Source: an optimization exercise on an open RTL-to-GDS flow (aim: small area, a short achievable clock period and few clock cycles per item). Production flows keep margins and buffers that such runs may drop.
RTL that was checked went through simulation tests only; none was proved equivalent to the original.
Power and IR drop assume default switching activity.

## JK
==> flow/design.v (excerpt) <==
module le_fpu (
    input  wire        clk,
    input  wire        rst,
    input  wire        in_valid,
    output wire        in_ready,
    input  wire [3:0]  in_fn,
    input  wire [31:0] in_a,
    input  wire [31:0] in_b,
    input  wire [31:0] in_c,
    output reg         out_valid,
    output reg  [31:0] out_result,
    output reg  [3:0]  out_flags
);
clock: 30.0 ns
lec_check: 0
cap_margin: 20
core_margin: 2
core_utilization: 60
cts_cluster_diameter: 100
cts_cluster_size: 20
place_density: 0.7
slew_margin: 20
standard.sh (not shown) runs the stock make flow with config.mk's settings and CLKGATE_MAP_FILE= SYNTH_SCRIPT=/design/flow/synth_recipe.tcl, a recipe that flattens the netlist after the stock synthesis.
==> flow/flow/run.sh <==
#!/bin/bash
# Own layout flow: the standard layout (standard.sh, all steps unchanged) with one
# hook after global placement, flow/ports.tcl, which gives the port buffers that the
# standard flow inserts regular buffer cells (sky130_fd_sc_hd__buf_4 on outputs,
# sky130_fd_sc_hd__buf_1 on inputs) in place of the slow delay-buffer cell it picks
# by default. All output of the layout goes to
# standard.log here; ORFS's per-step logs stay under orfs/logs.
set -euo pipefail
W=$(pwd)
export POST_GLOBAL_PLACE_TCL="$W/flow/ports.tcl"
bash standard.sh finish > "$W/standard.log" 2>&1
==> flow/flow/ports.tcl <==
# Port buffers: the standard flow's flow inserts one buffer per input and output port (buffer_ports).
# Give them regular buffer cells instead of the slow delay-buffer cell picked by default:
# sky130_fd_sc_hd__buf_4 on the outputs (their paths set the clock period) and
# sky130_fd_sc_hd__buf_1 on the inputs (their paths have slack to spare).
set n_swapped 0
foreach inst [[ord::get_db_block] getInsts] {
  set name [$inst getName]
  if {[regexp {^(input|output)[0-9]+$} $name -> kind]} {
    set want [expr {$kind eq "output" ? "sky130_fd_sc_hd__buf_4" : "sky130_fd_sc_hd__buf_1"}]
    if {[[$inst getMaster] getName] ne $want} {
      replace_cell [get_cells $name] [get_lib_cells */$want]
      incr n_swapped
    }
  }
}
puts "ports.tcl: $n_swapped port buffers replaced"
JK was carried through to the last stage, and its layout satisfied the timing, DRC and antenna checks.
Here is what was changed in the inputs of MS compared with JK.
--- a/flow/design.v
+++ b/flow/design.v
@@ -15,15 +15,13 @@
     assign in_ready = 1'b1;
     reg        v0;
     reg [3:0]  fn0;
     reg [31:0] a0, b0, c0;
     reg        f_arith, f_add, y_is_b, f_fma, f_mul, f_cvt, f_i2f, f_f2i;
     reg        a_nz, b_nz, c_nz, a_ff, b_ff, c_ff;
-    reg [8:0]  sab;                          
     always @(posedge clk) begin
-        sab     <= {1'b0, in_a[30:23]} + {1'b0, in_b[30:23]};
         a_nz    <= |in_a[30:23];
         b_nz    <= |in_b[30:23];
         c_nz    <= |in_c[30:23];
         a_ff    <= &in_a[30:23];
         b_ff    <= &in_b[30:23];
         c_ff    <= &in_c[30:23];
@@ -48,14 +46,14 @@
     wire a_nan = a_ff & a_fr, b_nan = b_ff & b_fr, c_nan = c_ff & c_fr;
     wire a_inf = a_ff & ~a_fr, b_inf = b_ff & ~b_fr, c_inf = c_ff & ~c_fr;
     wire a_snan = a_nan & ~a0[22], b_snan = b_nan & ~b0[22], c_snan = c_nan & ~c0[22];
     wire [23:0] ma = {a_nz, a0[22:0] & {23{a_nz}}};
     wire [23:0] mb = {b_nz, b0[22:0] & {23{b_nz}}};
     wire [23:0] mc = {c_nz, c0[22:0] & {23{c_nz}}};
-    wire [23:0] xm = f_arith ? {1'b1, a0[22:0]} : {f_cvt & a0[31], 23'd0};
-    wire [23:0] ym = {1'b1, b0[22:0] & {23{y_is_b}}};
+    wire [23:0] xm = f_arith ? {a_nz, a0[22:0]} : {f_cvt & a0[31], 23'd0};
+    wire [23:0] ym = y_is_b ? {b_nz, b0[22:0]} : 24'h80_0000;
     wire        sp = f_arith ? (a0[31] ^ (y_is_b & b0[31])) : (f_cvt & a0[31]);
     wire [76:0] pp_s, pp_c;
     le_fpu_mul24cs u_mul (.x(xm), .y(ym), .s(pp_s), .c(pp_c));
     wire [23:0] mz = f_add ? mb : mc;
     wire        z_nz = f_add ? b_nz : (f_fma & c_nz);
     wire [7:0]  ez = f_add ? eb : ec;
@@ -68,16 +66,16 @@
     wire        p_inf  = x_inf | y_inf;
     wire        z_inf  = f_add ? b_inf : (f_fma & c_inf);
     wire        any_nan  = a_nan | ((f_add | y_is_b) & b_nan) | (f_fma & c_nan);
     wire        any_snan = a_snan | ((f_add | y_is_b) & b_snan) | (f_fma & c_snan);
     wire        invalid  = (x_inf & y_zero) | (y_inf & x_zero) | (p_inf & z_inf & (sp ^ sz));
     wire signed [10:0] dd_add = $signed({3'd0, ea}) - $signed({3'd0, eb}) + 11'sd28;
-    wire signed [10:0] dd_fma = $signed({2'd0, sab}) - $signed({3'd0, ec}) - 11'sd99;
+    wire signed [10:0] dd_fma = $signed({3'd0, ea}) + $signed({3'd0, eb}) - $signed({3'd0, ec}) - 11'sd99;
     wire signed [10:0] dd28 = f_add ? dd_add : dd_fma;
     wire signed [10:0] ep29 = f_add ? $signed({3'd0, ea}) + 11'sd29
-                                    : $signed({2'd0, sab}) - 11'sd98;
+                                    : $signed({3'd0, ea}) + $signed({3'd0, eb}) - 11'sd98;
     wire        c_big = p_zero | (z_nz & dd28[10]);
     wire        f2i_sat = ~a_nan & (ea >= 8'd158) & ~(a0[31] & (ea == 8'd158) & ~a_fr);
     wire        f2i_go  = ~a_nan & ~f2i_sat & (ea >= 8'd127);
     wire [7:0]  sh_f2i  = 8'd187 - ea;
     wire [6:0]  sh   = f_f2i ? sh_f2i[6:0] : dd28[6:0];
     wire        far  = ~dd28[10] & (|dd28[9:7]);
Changes observed in MS relative to JK: flop and latch count out of synthesis decreased by 2.2% relative to the old numbers; clock skew went up 0.011 ns; cell count after synthesis went up. Utilization after layout essentially unchanged between JK and MS. Compared with JK, in MS sequential power increased by 4.3% relative to the old numbers; non-clock inverter instance count of the final layout fell by 14; clock power decreased 6.5%; switching share of power increased 2.3 points. Higher met3 routing resource usage after global routing among MS and JK: JK. Total global routing track utilization (higher): MS. The non-clock buffer count in MS sits about 5% above the value recorded for JK. Per the comparison of MS with JK, critical path buffer and inverter count decreased 2; post-route cell area climbed 160 sq um.
Testbench counts of MS, summed over its fixed seeds: cycles 16,024, items 16,000.
No functional check of the RTL was part of JK.

[what the ideal ports hide]
How much do the figures lean on ideal ports? The routed layouts below were timed once more, with nothing changed but the port constraints.
Step 1 sets driving cells, clkbuf_16 on the clock port and buf_2 on the other inputs (assumed; they add their load-dependent delay and slew).
Step 2 also shifts input and output timing later by t, the mid clock arrival at the registers, as if the neighbouring blocks saw the same clock.
Slacks: no drivers / after step 1 / after step 2; pairs: no drivers / after step 1.
run | t (ns) | setup slack, ns | worst setup path at the end
JK | 0.680 | 22.821 / 22.848 / 22.189 | input to register
MS | 0.691 | 22.905 / 22.831 / 23.318 | register to register
After both steps every run listed still meets setup and hold. The setup slack of JK, which loses most, moves by +0.027 ns with the drivers and by -0.632 ns with both steps.
